Context: an optimization exercise on an open-source flow, tuned for small area, a short achievable clock period and few clock cycles per item. The choices shown serve that exercise and are no tape-out recipe. The RTL was checked by simulation tests, not by an equivalence proof against the original design.

==> inputs of job 5305 <==
==> flow/design.v (excerpt) <==
module intake_corr (
    input  wire        clk,
    input  wire        rst,
    input  wire [15:0] cfg_gain_l,
    input  wire [15:0] cfg_gain_s,
    input  wire [15:0] cfg_ratio,
    input  wire [15:0] cfg_satlo,
    input  wire [3:0]  cfg_bw,
    input  wire [3:0]  cfg_os,
    input  wire [3:0]  cfg_gs,
    input  wire        in_valid,
    output wire        in_ready,
    input  wire [15:0] in_long,
    input  wire [15:0] in_short,
    input  wire [15:0] in_dark,
    input  wire [15:0] in_gain,
    output wire        out_valid,
    input  wire        out_ready,
    output wire [15:0] out_pix
);
Settings: LEC_CHECK=0, CAP_MARGIN=20, CORE_MARGIN=2, CORE_UTILIZATION=55, SLEW_MARGIN=20, SYNTH_HIERARCHICAL=1, SYNTH_MINIMUM_KEEP_SIZE=0; clock period 22.0 ns.
standard.sh (not shown) runs the stock make flow with config.mk's settings and CLKGATE_MAP_FILE= SYNTH_SCRIPT=/design/flow/synth_recipe.tcl, a recipe that flattens the netlist after the stock synthesis.
==> flow/flow/run.sh <==
#!/bin/bash
# The standard layout (standard.sh: the standard flow's synthesis and ORFS flow, unchanged
# settings), with ORFS's timing repair asked to keep 15.25 ns of setup slack at
# the design's 22 ns clock, so that it speeds up the slowest paths.
set -eo pipefail
bash standard.sh SETUP_SLACK_MARGIN=15.25 finish > standard.log 2>&1
==> job 8150: changes against job 5305 <==
==> flow/flow/run.sh (replaced) <==
#!/bin/bash
# The standard layout (standard.sh: the standard flow's synthesis and ORFS flow, unchanged
# settings), with ORFS's timing repair asked to keep 16 ns of setup slack at
# the design's 22 ns clock, so that it speeds up the slowest paths.
set -eo pipefail
bash standard.sh SETUP_SLACK_MARGIN=16 finish > standard.log 2>&1
==> job 9104: changes against job 5305 <==
==> flow/flow/run.sh (replaced) <==
#!/bin/bash
# The standard layout (standard.sh: the standard flow's synthesis and ORFS flow, unchanged
# settings), with ORFS's timing repair asked to keep 15.75 ns of setup slack at
# the design's 22 ns clock, so that it speeds up the slowest paths.
set -eo pipefail
bash standard.sh SETUP_SLACK_MARGIN=15.75 finish > standard.log 2>&1
==> notes <==
In area after synthesis, job 9104 and job 8150 do not differ. Between job 8150 and job 5305, the lower sequential share of layout area is in job 8150 (gap 0.84 points). The highest core utilization belongs to job 8150, the lowest to job 5305. Count of clock-buffer cells in the layout: job 8150 < job 9104 < job 5305. The lowest setup slack belongs to job 5305, the highest to job 8150. Job 5305 produced a clean layout. Job 9104 finished with timing, DRC and antenna clean. Job 8150 finished with timing, DRC and antenna clean. The highest clock skew belongs to job 8150, the lowest to job 5305.
==> figures <==
| metric | job 5305 | job 8150 | job 9104 |
|---|---|---|---|
| Run status | finished clean | finished clean | finished clean |
| Clock latency at the later pin of the worst-skew pair | 660 ps | 670 ps | 660 ps |
| Post-DR vias/cell | 6.02 | 6.02 | 6.06 |
| Routability-driven placement congestion ratio | 0.977 | 0.970 | 0.951 |
| Critical-path maximum fanout | 7 | 7 | 16 |
| Maximum clock rate | 151 MHz | 155 MHz | 154 MHz |
| Global routing usage on met3 | 5.38% | 4.66% | 5.76% |
| Endpoint of the worst hold-timing path | g3[13] | d2[4] | g1[0] |
| Crit path required time | 22370 ps | 22340 ps | 22390 ps |
| Setup slack of the most critical reg-to-reg path | 15390 ps | 15550 ps | 15500 ps |
| Multi-input combinational cell area | 40100 sq um | 41800 sq um | 41400 sq um |
| Non-clock buffer share of cell area | 4.93% | 6.71% | 6.19% |
| Final clock-cell share | 2.94% | 2.77% | 2.91% |
| Layout Cells excl Fill | 6119 | 6237 | 6216 |
| Data arrival, critical path | 6980 ps | 6790 ps | 6890 ps |
| CTS-repair resized insts | 22 | 371 | 343 |
Testbench counts of job 5305, summed over its fixed seeds: cycles 65,612, items 64,000.
Testbench counts of job 8150, summed over its fixed seeds: cycles 65,612, items 64,000.
Testbench counts of job 9104, summed over its fixed seeds: cycles 65,612, items 64,000.

==> static timing again, ports no longer ideal <==
The results above use ideal ports. As a check the final layouts listed here were re-extracted and re-timed, cells and wires unchanged. Step 1 sets driving cells, clkbuf_16 on the clock port and buf_2 on the other inputs (assumed; they add their load-dependent delay and slew). Step 2 also shifts input and output timing later by t, the mid clock arrival at the registers, as if the neighbouring blocks saw the same clock. Three values: no drivers, after step 1, after step 2; two values: the first two.
run | t, ns | slack for setup (ns) | hold WS [ns]
job 5305 | 0.712 | 15.387 / 15.387 / 15.387 | 0.413 / 0.413 / 0.413
job 8150 | 0.701 | 15.553 / 15.553 / 15.553 | 0.415 / 0.415 / 0.415
job 9104 | 0.714 | 15.497 / 15.497 / 15.497 | 0.405 / 0.405 / 0.405
After both steps every run listed still meets setup and hold.
